Source: an optimization exercise on an open RTL-to-GDS flow (aim: small area, a short achievable clock period and few clock cycles per item). Production flows keep margins and buffers that such runs may drop. The RTL was checked by simulation tests, not by an equivalence proof against the original design. Power and IR drop assume default switching activity.

==> design/flow/design.v <==
module damask_px (
    input  wire         clk,
    input  wire         rst,         
    input  wire         start,       
    input  wire [47:0]  l16,         
    input  wire [15:0]  seam,        
    input  wire [15:0]  lscale,      
    input  wire [191:0] m,           
    input  wire [47:0]  ug,          
    input  wire [47:0]  uo,          
    input  wire [143:0] c_mat,       
    input  wire [47:0]  ga,          
    input  wire [23:0]  lgo,         
    input  wire [11:0]  cls,         
    input  wire [2:0]   pfl,         
    input  wire         dark,        
    input  wire         lowg_en,
    input  wire         dither_en,
    input  wire [1:0]   pos_u,       
    input  wire [1:0]   pos_v,       
    output reg          lg_rd,       
    output reg  [3:0]   lg_cls,      
    output reg  [5:0]   lg_idx,      
    input  wire [15:0]  lg_data,     
    output reg          done,        
    output wire [47:0]  code,        
    output reg  [2:0]   clip         
);
    localparam [3:0] T_NONE = 4'd0,
                     T_G    = 4'd1,      
                     T_X    = 4'd2,      
                     T_D    = 4'd3,      
                     T_E    = 4'd4,      
                     T_H    = 4'd5,      
                     T_Q    = 4'd6,      
                     T_LGO  = 4'd7,      
                     T_L1   = 4'd8,      
                     T_L2   = 4'd9;      
    localparam [20:0] QMAX = 21'd1048560;
    reg        run;
    reg [5:0]  cyc;          
    reg [3:0]  t1_typ, t2_typ;
    reg [1:0]  t1_i, t2_i;
    reg        t1_cont, t1_last, t2_last;
    reg        l3_v;         
    reg [1:0]  l3_i;
    reg signed [20:0] aop;
    reg signed [16:0] bop;
    reg signed [30:0] plo;
    reg signed [28:0] phi;
    reg signed [37:0] acc;
    reg [20:0] xr0, xr1, xr2;
    reg [20:0] dr0, dr1, dr2;
    reg [3:0]  tq0, tq1, tq2;    
    reg [2:0]  off;              
    reg        lowg_r;
    reg [1:0]  ord0, ord1, ord2;
    reg [1:0]  nlg;
    assign code = {xr2[15:0], xr1[15:0], xr0[15:0]};
    function [3:0] dither_t;
        input [1:0] row;
        input [1:0] col;
        case ({row, col})
            4'h0: dither_t = 4'd0;   4'h1: dither_t = 4'd8;
            4'h2: dither_t = 4'd2;   4'h3: dither_t = 4'd10;
            4'h4: dither_t = 4'd12;  4'h5: dither_t = 4'd4;
            4'h6: dither_t = 4'd14;  4'h7: dither_t = 4'd6;
            4'h8: dither_t = 4'd3;   4'h9: dither_t = 4'd11;
            4'hA: dither_t = 4'd1;   4'hB: dither_t = 4'd9;
            4'hC: dither_t = 4'd15;  4'hD: dither_t = 4'd7;
            4'hE: dither_t = 4'd13;  default: dither_t = 4'd5;
        endcase
    endfunction
    function [20:0] mkcode;
        input [20:0] r;
        input [3:0]  t;
        input        o;
        reg   [19:0] s;
        begin
            s = r[19:0] + {16'd0, t};
            mkcode = o ? 21'd0 : {5'd0, s[19:4]};
        end
    endfunction
    function [20:0] sel3;
        input [1:0]  i;
        input [20:0] a0, a1, a2;
        case (i)
            2'd0:    sel3 = a0;
            2'd1:    sel3 = a1;
            default: sel3 = a2;
        endcase
    endfunction
    reg [3:0] op_typ;
    reg [1:0] op_i, op_j;
    always @(*) begin
        op_typ = T_NONE; op_i = 2'd0; op_j = 2'd0;
        case (cyc + 6'd1)
            6'd1:  begin op_typ = T_G; end
            6'd3:  begin op_typ = T_X; op_i = 2'd0; end
            6'd4:  begin op_typ = T_X; op_i = 2'd1; end
            6'd5:  begin op_typ = T_X; op_i = 2'd2; end
            6'd6:  begin op_typ = T_D; op_i = 2'd0; op_j = 2'd0; end
            6'd7:  begin op_typ = T_D; op_i = 2'd0; op_j = 2'd1; end
            6'd8:  begin op_typ = T_D; op_i = 2'd0; op_j = 2'd2; end
            6'd9:  begin op_typ = T_D; op_i = 2'd1; op_j = 2'd0; end
            6'd10: begin op_typ = T_D; op_i = 2'd1; op_j = 2'd1; end
            6'd11: begin op_typ = T_D; op_i = 2'd1; op_j = 2'd2; end
            6'd12: begin op_typ = T_D; op_i = 2'd2; op_j = 2'd0; end
            6'd13: begin op_typ = T_D; op_i = 2'd2; op_j = 2'd1; end
            6'd14: begin op_typ = T_D; op_i = 2'd2; op_j = 2'd2; end
            6'd15: begin op_typ = T_E; op_i = 2'd0; end
            6'd16: begin op_typ = T_E; op_i = 2'd1; end
            6'd17: begin op_typ = T_E; op_i = 2'd2; end
            6'd18: begin op_typ = T_H; op_i = 2'd0; op_j = 2'd0; end
            6'd19: begin op_typ = T_H; op_i = 2'd0; op_j = 2'd1; end
            6'd20: begin op_typ = T_H; op_i = 2'd0; op_j = 2'd2; end
            6'd21: begin op_typ = T_H; op_i = 2'd1; op_j = 2'd0; end
            6'd22: begin op_typ = T_H; op_i = 2'd1; op_j = 2'd1; end
            6'd23: begin op_typ = T_H; op_i = 2'd1; op_j = 2'd2; end
            6'd24: begin op_typ = T_H; op_i = 2'd2; op_j = 2'd0; end
            6'd25: begin op_typ = T_H; op_i = 2'd2; op_j = 2'd1; end
            6'd26: begin op_typ = T_H; op_i = 2'd2; op_j = 2'd2; end
            6'd27: begin op_typ = T_Q; op_i = 2'd0; end
            6'd28: begin op_typ = T_Q; op_i = 2'd1; end
            6'd29: begin op_typ = T_Q; op_i = 2'd2; end
            6'd30: begin op_typ = T_LGO; op_i = 2'd0; end
            6'd31: begin op_typ = T_LGO; op_i = 2'd1; end
            6'd32: begin op_typ = T_LGO; op_i = 2'd2; end
            default: ;
        endcase
    end
    wire [5:0] lc    = cyc - 6'd32;
    wire       in_lg = run && (cyc >= 6'd32);
    wire need0 = lowg_r && (xr0[19:0] != 20'd0) && (xr0[19:0] < 20'd16384);
    wire need1 = lowg_r && (xr1[19:0] != 20'd0) && (xr1[19:0] < 20'd16384);
    wire need2 = lowg_r && (xr2[19:0] != 20'd0) && (xr2[19:0] < 20'd16384);
    wire eval  = run && (cyc == 6'd31);
    wire any_need = need0 | need1 | need2;
    reg [1:0] e_ord0, e_ord1, e_ord2, e_n;
    always @(*) begin
        e_ord0 = 2'd0; e_ord1 = 2'd0; e_ord2 = 2'd2; e_n = 2'd0;
        case ({need2, need1, need0})
            3'b001: begin e_ord0 = 2'd0; e_n = 2'd1; end
            3'b010: begin e_ord0 = 2'd1; e_n = 2'd1; end
            3'b100: begin e_ord0 = 2'd2; e_n = 2'd1; end
            3'b011: begin e_ord0 = 2'd0; e_ord1 = 2'd1; e_n = 2'd2; end
            3'b101: begin e_ord0 = 2'd0; e_ord1 = 2'd2; e_n = 2'd2; end
            3'b110: begin e_ord0 = 2'd1; e_ord1 = 2'd2; e_n = 2'd2; end
            3'b111: begin e_ord0 = 2'd0; e_ord1 = 2'd1; e_n = 2'd3; end
            default: ;
        endcase
    end
    function [1:0] ordk;
        input [1:0] k;
        input [1:0] o0, o1, o2;
        case (k)
            2'd0:    ordk = o0;
            2'd1:    ordk = o1;
            default: ordk = o2;
        endcase
    endfunction
    wire [5:0] rn      = lc + 6'd1;
    wire [1:0] rn_k    = rn[2:1];
    wire       rn_v    = (rn < {3'd0, nlg, 1'b0});
    wire [1:0] rn_lamp = ordk(rn_k, ord0, ord1, ord2);
    wire       lg_odd  = lc[0];
    wire [1:0] lk      = lg_odd ? lc[2:1] : (lc[2:1] - 2'd1);    
    wire       lk_v    = (lc != 6'd0) && (lc < {3'd0, nlg, 1'b0} + 6'd1);
    wire [1:0] lk_lamp = ordk(lk, ord0, ord1, ord2);
    wire [20:0] xq_e  = sel3(e_ord0, xr0, xr1, xr2);
    wire [20:0] xq_rn = sel3(rn_lamp, xr0, xr1, xr2);
    reg [3:0] n_typ;
    reg [1:0] n_i, n_j;
    always @(*) begin
        n_typ = T_NONE; n_i = 2'd0; n_j = 2'd0;
        if (!run) begin
            if (start) n_typ = T_G;
        end else if (in_lg) begin
            if (lk_v) begin
                n_typ = lg_odd ? T_L1 : T_L2;
                n_i   = lk_lamp;
            end
        end else if (eval && !any_need) begin
            n_typ = T_NONE;
        end else begin
            n_typ = op_typ; n_i = op_i; n_j = op_j;
        end
    end
    wire signed [37:0] s = {{7{plo[30]}}, plo} + {{9{phi[28]}}, phi, 9'd0} + acc;
    wire signed [24:0] s13 = s[37:13];
    wire signed [22:0] s15 = s[37:15];
    wire signed [27:0] s10 = s[37:10];
    wire signed [28:0] s9  = s[37:9];
    function [20:0] sat20_25;
        input signed [24:0] v;
        if (v > 25'sd1048575)       sat20_25 = 21'h0FFFFF;
        else if (v < -25'sd1048576) sat20_25 = 21'h100000;
        else                        sat20_25 = v[20:0];
    endfunction
    function [20:0] sat20_23;
        input signed [22:0] v;
        if (v > 23'sd1048575)       sat20_23 = 21'h0FFFFF;
        else if (v < -23'sd1048576) sat20_23 = 21'h100000;
        else                        sat20_23 = v[20:0];
    endfunction
    wire [20:0] r_g   = {4'd0, s[31:15]};
    wire [20:0] r_x   = (s[37:32] != 6'd0) ? 21'h03FFFF : {3'd0, s[31:14]};
    wire [20:0] r_d13 = sat20_25(s13);
    wire [20:0] r_e15 = sat20_23(s15);
    wire        q_hi  = !s10[27] && (s10 >= 28'sd1048560);
    wire [20:0] r_q   = s10[27] ? 21'd0 : (q_hi ? QMAX : {1'b0, s10[19:0]});
    wire [20:0] r_y   = s9[28] ? 21'd0 :
                        ((s9 >= 29'sd1048560) ? QMAX : {1'b0, s9[19:0]});
    wire [20:0] r_lgo = s[34:14];
    reg [20:0] a_nx;
    reg [16:0] b_nx;
    wire [20:0] xq_n = sel3(n_i, xr0, xr1, xr2);
    always @(*) begin
        a_nx = aop;
        b_nx = bop;
        case (n_typ)
            T_G: begin
                a_nx = {5'd0, seam};
                b_nx = {1'b0, lscale};
            end
            T_X: begin
                if (t2_typ == T_G) a_nx = r_g;
                b_nx = {1'b0, l16[16*n_i +: 16]};
            end
            T_D: begin
                a_nx = sel3(n_j, xr0, xr1, xr2);
                b_nx = {m[16*(4*n_i+n_j)+15], m[16*(4*n_i+n_j) +: 16]};
            end
            T_E: begin
                a_nx = sel3(n_i, dr0, dr1, dr2);
                b_nx = {1'b0, ug[16*n_i +: 16]};
            end
            T_H: begin
                a_nx = sel3(n_j, dr0, dr1, dr2);
                b_nx = {c_mat[16*(3*n_i+n_j)+15], c_mat[16*(3*n_i+n_j) +: 16]};
            end
            T_Q: begin
                a_nx = xq_n;
                b_nx = {1'b0, ga[16*n_i +: 16]};
            end
            T_LGO: begin
                a_nx = 21'd16384 - {1'b0, xq_n[19:0]};
                b_nx = {{9{lgo[8*n_i+7]}}, lgo[8*n_i +: 8]};
            end
            T_L1: begin
                a_nx = {5'd0, lg_data};
                b_nx = {7'd0, 10'd512 - {1'b0, xq_n[8:0]}};
            end
            T_L2: begin
                a_nx = {5'd0, lg_data};
                b_nx = {8'd0, xq_n[8:0]};
            end
            default: ;
        endcase
    end
    reg [37:0] acc_nx;
    wire [15:0] m3_1  = m[16*(4*t1_i+3) +: 16];
    wire [15:0] uo_1  = uo[16*t1_i +: 16];
    wire [20:0] dr_1  = sel3(t1_i, dr0, dr1, dr2);
    always @(*) begin
        acc_nx = acc;
        if (t1_cont)
            acc_nx = s;
        else case (t1_typ)
            T_G:   acc_nx = 38'd16384;
            T_X:   acc_nx = 38'd8192;
            T_D:   acc_nx = {{6{m3_1[15]}}, m3_1, 16'h1000};
            T_E:   acc_nx = {{7{uo_1[15]}}, uo_1, 15'h4000};
            T_H:   acc_nx = 38'd4096;
            T_Q:   acc_nx = 38'd512;
            T_LGO: acc_nx = 38'd8192;
            T_L1:  acc_nx = {{8{dr_1[20]}}, dr_1, 9'h100};
            default: ;
        endcase
    end
    always @(posedge clk) begin
        aop <= a_nx;
        bop <= b_nx;
        plo <= aop * $signed({1'b0, bop[8:0]});
        phi <= aop * $signed(bop[16:9]);
        acc <= acc_nx;
        if (!run && start) begin
            tq0    <= dither_en ? dither_t(pos_v,        pos_u)        : 4'd8;
            tq1    <= dither_en ? dither_t(pos_v + 2'd1, pos_u + 2'd2) : 4'd8;
            tq2    <= dither_en ? dither_t(pos_v + 2'd2, pos_u + 2'd1) : 4'd8;
            off    <= pfl | {3{dark}};
            lowg_r <= lowg_en;
        end
        case (t2_typ)
            T_X: case (t2_i)
                    2'd0: xr0 <= r_x;  2'd1: xr1 <= r_x;  default: xr2 <= r_x;
                 endcase
            T_D: if (t2_last) case (t2_i)
                    2'd0: dr0 <= r_d13;  2'd1: dr1 <= r_d13;  default: dr2 <= r_d13;
                 endcase
            T_E: case (t2_i)
                    2'd0: dr0 <= r_e15;  2'd1: dr1 <= r_e15;  default: dr2 <= r_e15;
                 endcase
            T_H: if (t2_last) case (t2_i)
                    2'd0: xr0 <= r_d13;  2'd1: xr1 <= r_d13;  default: xr2 <= r_d13;
                 endcase
            T_Q: case (t2_i)
                    2'd0: begin xr0 <= r_q; clip[0] <= q_hi; end
                    2'd1: begin xr1 <= r_q; clip[1] <= q_hi; end
                    default: begin xr2 <= r_q; clip[2] <= q_hi; end
                 endcase
            T_LGO: case (t2_i)
                    2'd0: dr0 <= r_lgo;  2'd1: dr1 <= r_lgo;  default: dr2 <= r_lgo;
                 endcase
            T_L2: case (t2_i)
                    2'd0: xr0 <= r_y;  2'd1: xr1 <= r_y;  default: xr2 <= r_y;
                 endcase
            default: ;
        endcase
        if (eval) begin
            if (!need0) xr0 <= mkcode(xr0, tq0, off[0]);
            if (!need1) xr1 <= mkcode(xr1, tq1, off[1]);
            if (!need2) xr2 <= mkcode(xr2, tq2, off[2]);
        end
        if (l3_v) case (l3_i)
            2'd0:    xr0 <= mkcode(xr0, tq0, off[0]);
            2'd1:    xr1 <= mkcode(xr1, tq1, off[1]);
            default: xr2 <= mkcode(xr2, tq2, off[2]);
        endcase
        if (eval) begin
            ord0 <= e_ord0; ord1 <= e_ord1; ord2 <= e_ord2;
            nlg  <= e_n;
        end
    end
    always @(posedge clk) begin
        if (rst) begin
            run     <= 1'b0;
            cyc     <= 6'd0;
            done    <= 1'b0;
            lg_rd   <= 1'b0;
            lg_cls  <= 4'd0;
            lg_idx  <= 6'd0;
            t1_typ  <= T_NONE;
            t2_typ  <= T_NONE;
            t1_cont <= 1'b0;
            t1_last <= 1'b0;
            t2_last <= 1'b0;
            t1_i    <= 2'd0;
            t2_i    <= 2'd0;
            l3_v    <= 1'b0;
            l3_i    <= 2'd0;
        end else begin
            done   <= 1'b0;
            lg_rd  <= 1'b0;
            t1_typ  <= n_typ;
            t1_i    <= n_i;
            t1_cont <= (n_typ == T_L2) ||
                       ((n_typ == T_D || n_typ == T_H) && n_j != 2'd0);
            t1_last <= (n_j == 2'd2);
            t2_typ  <= t1_typ;
            t2_i    <= t1_i;
            t2_last <= t1_last;
            l3_v    <= (t2_typ == T_L2);
            l3_i    <= t2_i;
            if (!run) begin
                if (start) begin
                    run <= 1'b1;
                    cyc <= 6'd1;
                end
            end else begin
                cyc <= cyc + 6'd1;
                if (eval) begin
                    if (!any_need) begin
                        done <= 1'b1;
                        run  <= 1'b0;
                    end else begin
                        lg_rd  <= 1'b1;
                        lg_cls <= cls[4*e_ord0 +: 4];
                        lg_idx <= {1'b0, xq_e[13:9]};
                    end
                end
                if (in_lg) begin
                    if (rn_v) begin
                        lg_rd  <= 1'b1;
                        lg_cls <= cls[4*rn_lamp +: 4];
                        lg_idx <= {1'b0, xq_rn[13:9]} + {5'd0, rn[0]};
                    end
                    if (lc == {3'd0, nlg, 1'b0} + 6'd3) begin
                        done <= 1'b1;
                        run  <= 1'b0;
                    end
                end
            end
        end
    end
endmodule
==> design/flow/run.sh <==
#!/bin/bash
# synth_recipe.tcl (not shown) runs the flow's synth.tcl, then flattens the netlist and writes it again
# the make line also repeats each setting of config.mk as NAME=value (left out here)
make -C /OpenROAD-flow-scripts/flow DESIGN_CONFIG=/design/flow/config.mk WORK_HOME=/design/flow/orfs CLKGATE_MAP_FILE= SYNTH_SCRIPT=/design/flow/synth_recipe.tcl finish
==> design/flow/config.mk <==
export PLATFORM = sky130hd
export DESIGN_NAME = damask_px
export DESIGN_NICKNAME = damask_px
export VERILOG_FILES = /design/flow/design.v
export SDC_FILE = /design/flow/constraint.sdc
export NUM_CORES = 4
export LEC_CHECK = 0
export ABC_CLOCK_PERIOD_IN_PS = 4500
export CAP_MARGIN = 20
export CORE_MARGIN = 2
export CORE_UTILIZATION = 40
export SLEW_MARGIN = 20
==> design/flow/constraint.sdc <==
create_clock -name core_clock -period 18.0 [get_ports {clk}]
set_input_delay 3.6000 -clock core_clock [delete_from_list [all_inputs] [get_ports {clk}]]
set_output_delay 3.6000 -clock core_clock [all_outputs]
set_load 0.01 [all_outputs]
==> flow_summary.json <==
{
  "intPower_mw": 4.500,
  "gp_congestion": 1.047,
  "drt_wl_total_microns": 210400,
  "grt_max_degree": 69,
  "mostFrequentLayoutCell": "clkdlybuf4s50_1",
  "synth_top_area_share_pct": 16.51,
  "first_global_vias": 38915,
  "ant_nets": 0,
  "post_cts_buffers": 0,
  "pwr-share-comb_pct": 79.0,
  "initial_utilization_pct": 40.37,
  "fmax_mhz": 131.0,
  "rsz0062_at_grt": "no",
  "endpoint_kind": "flip-flop",
  "num_vias": 40920,
  "dp_hpwl_microns": 169400,
  "period_share_pct": 42.40,
  "tns_ns": 0,
  "syn_nets": 5846,
  "worst-endpoint-arrival_ns": 7.99,
  "worstMarginPinSlew_ns": 1.113,
  "htreeDepth": 2,
  "synth_seq_cells": 322,
  "switching_share_pct": 58.19,
  "hold_class": "flip-flop to flip-flop",
  "antenna_found_initial": 23,
  "synthFlopType": "edfxtp_1",
  "dr.pass1.iters": 7,
  "cts_buffers": 43,
  "clock-sinks": 322,
  "irDropWorstVdd_mv": 0.3388,
  "clkLatencyLatePin_ns": 0.61,
  "ctsHoldBuffers": 0,
  "leakagePower_nw": 19.42,
  "outcome": "finished clean",
  "path_clk_slew_ns": 0.06,
  "ys_seq_area_share_pct": 20.67,
  "core_area_sq_mm": 0.09671,
  "clk_path_buf_depth": 3,
  "setup_viol": 0,
  "synth_cell_types": 86,
  "num_io_pins": 688,
  "critical_path.max_fanout": 43,
  "place_inst": 6420,
  "io_buffers": 687,
  "netlist_top_cells_area": "fa_1 (17%), edfxtp_1 (12%), dfxtp_1 (8.2%)",
  "cts_root_buffer": "clkbuf_16",
  "chipWidth_microns": 316.4,
  "final_cell_mix": "clkdlybuf4s50_1 (686), nand2_1 (503), inv_1 (394), nor2_1 (329), fa_1 (322)",
  "drv_slew": 0,
  "power_density_mw_per_mm2": 222.0,
  "grt_pass1_wl_microns": 290800,
  "synthCells": 4704,
  "die_area_sq_mm": 0.1001,
  "synth.cell_area_sq_mm": 0.03904,
  "finClkSkew_ns": 0.03974,
  "drive_gt1_share_pct": 6.202,
  "max_cap_violations": 0,
  "finalCriticalPeriod_ns": 7.632,
  "post-place-ws_ns": 10.63,
  "clkPwrFrac_pct": 8.4,
  "final_cells": 6513,
  "cts_resized": 0,
  "fp.dieH_microns": 316.4,
  "first_iter_violations": 5870,
  "async_reset_ff_share_pct": 0,
  "worstPathRequired_ns": 18.36,
  "cts_tree": "built",
  "synth.avg_cell_area_sq_um": 8.299,
  "drc": 0,
  "slew-limit-headroom_pct": 25.04,
  "start_kind": "flip-flop",
  "p_switching_mw": 6.264,
  "pwr-share-seq_pct": 12.7,
  "yosys_warnings": 1,
  "wl_per_cell_microns": 32.31,
  "grt_usage_pct": 40.84,
  "finalNetCount": 6333,
  "routed_via_density": 6.283,
  "hold_violations": 0,
  "fin_ws_ns": 10.37,
  "synth-edff-count": 162,
  "crit_type": "flip-flop to flip-flop",
  "yosysTopAreaCell": "fa_1",
  "overflow": 0,
  "rows": 114,
  "area_growth_pct": 24.23
}
power by group through the flow:
stage | combinational (mW) | clock (mW) | sequential [mW]
2_1_floorplan | 4.95 | 0 | 1.27
3_3_place_gp | 8.17 | 0 | 1.37
3_5_place_dp | 8.15 | 0 | 1.37
4_1_cts | 8.23 | 0.901 | 1.36
5_1_grt | 8.96 | 0.925 | 1.38
6_report | 8.50 | 0.899 | 1.37
critical path, stage by stage (launching register included):
cell and delay (ns):
dfxtp_1 0.57, ha_1 0.34, nand3_1 0.17, xor2_1 0.62, a41oi_1 0.27, a311oi_1 0.84
o21ai_0 0.20, nand2_1 0.15, nand2_2 0.26, buf_4 0.38, ha_1 0.24, buf_4 0.29
a22o_1 0.30, a21oi_1 0.56, nand3_1 0.36, nor2_1 0.30, and3_1 0.32, and2_1 0.21
a21o_1 0.19, xor2_1 0.08, a222oi_1 0.36, o2111ai_1 0.16, o21a_1 0.15
final timing paths:
path	slack (ns)	from	end	cells after the start
setup / recovery	10.37	cyc[0]$_SDFFE_PP0P_	aop[15]$_DFFE_PP_	22
hold / removal	0.44	t1_last$_SDFF_PP0_	t2_last$_SDFF_PP0_	1
setup reg to reg	10.37	cyc[0]$_SDFFE_PP0P_	aop[15]$_DFFE_PP_	22
hold reg to reg	0.44	t1_last$_SDFF_PP0_	t2_last$_SDFF_PP0_	1
through the flow:
| step | hold WS, ns | cell area [sq um] | total power [mW] | utilization (%) |
|---|---|---|---|---|
| 2_1_floorplan | 0.4138 | 39040 | 6.221 | - |
| 3_3_place_gp | 0.4290 | 47010 | 9.540 | 48.61 |
| 3_5_place_dp | 0.4212 | 47020 | 9.522 | 48.62 |
| 4_1_cts | 0.4342 | 48420 | 10.49 | 50.07 |
| 5_1_grt | 0.4558 | 48490 | 11.26 | 50.14 |
| 6_report | 0.4390 | 48500 | 10.76 | 50.15 |
layer usage:
metal / track usage [%] / vias to the layer above / routed length [microns]
met1: 52.07 / 20070 / 78960
met5: 0 / - / 102
met4: 23.67 / 16 / 15580
met3: 14.70 / 556 / 28240
li1: - / 17503 / -
met2: 59.50 / 2775 / 87550
registers in the layout, indices dropped and copies added (netlist names), 6 cells and up:
signal / cells
acc: 38
aop: 21
bop: 17
cyc: 6
dr0: 21
dr1: 21
dr2: 21
lg_idx: 6
phi: 29
plo: 31
xr0: 21
xr1: 21
xr2: 21
cells in the mapped netlist (all sizes together) (81+ instances only):
| cell | count |
|---|---|
| xnor2 | 119 |
| fa | 322 |
| clkbuf | 298 |
| o21ai | 305 |
| nor2 | 334 |
| mux2i | 82 |
| edfxtp | 162 |
| and2 | 266 |
| nand3 | 87 |
| inv | 395 |
| dfxtp | 160 |
| nand2 | 506 |
| a31oi | 81 |
| a21oi | 318 |
| ha | 195 |
| o22ai | 97 |
logic make-up (layout without fill, tap and decap cells):
logic type | Yosys count | after routing | synth area share [%]
XOR/XNOR | 185 | 185 | 4.150
flip-flops | 322 | 322 | 20.67
other | 0 | 13 | 0
AO/OA/AOI/OAI | 1340 | 1340 | 22.48
buffers and inverters | 775 | 1295 | 7.942
multiplexers | 138 | 138 | 4.670
adder cells (fa/ha/maj) | 517 | 517 | 22.76
AND/OR/NAND/NOR | 1427 | 1427 | 17.33
cell type report:
class                   count  area, sq um
diodes                     13        32.53
fillers                  9434        48210
repair buffers            818         7863
flip-flops and latches    322         8073
clock inverters            23        274.0
clock buffers              55         1131
well taps                1276         1597
inverters                 399         1498
multi-input cells        3607        28030
Testbench counts, summed over its fixed seeds: cycles 324,854, pixels 9,600.

-- separate check: timing with driven ports --
How much do the figures lean on ideal ports? The routed layout below was timed once more, with nothing changed but the port constraints. Step 1 assumes that a clkbuf_16 drives the clock port and a buf_2 every other input. Step 2 moves the port delays by t, midway between the first and last clock arrival at a register: inputs arrive t later, outputs are due t later. That takes back most of the time a late clock gives input paths. Slacks: ideal ports / drivers / drivers and shift; pairs: ideal ports / drivers.
t (ns): 0.653
slack for setup (ns): 10.368 / 10.368 / 10.368
hold WS [ns]: 0.439 / 0.439 / 0.439
After both steps this run still meets setup and hold. The setup slack of this run moves by 0.000 ns with the drivers and by 0.000 ns with both steps.
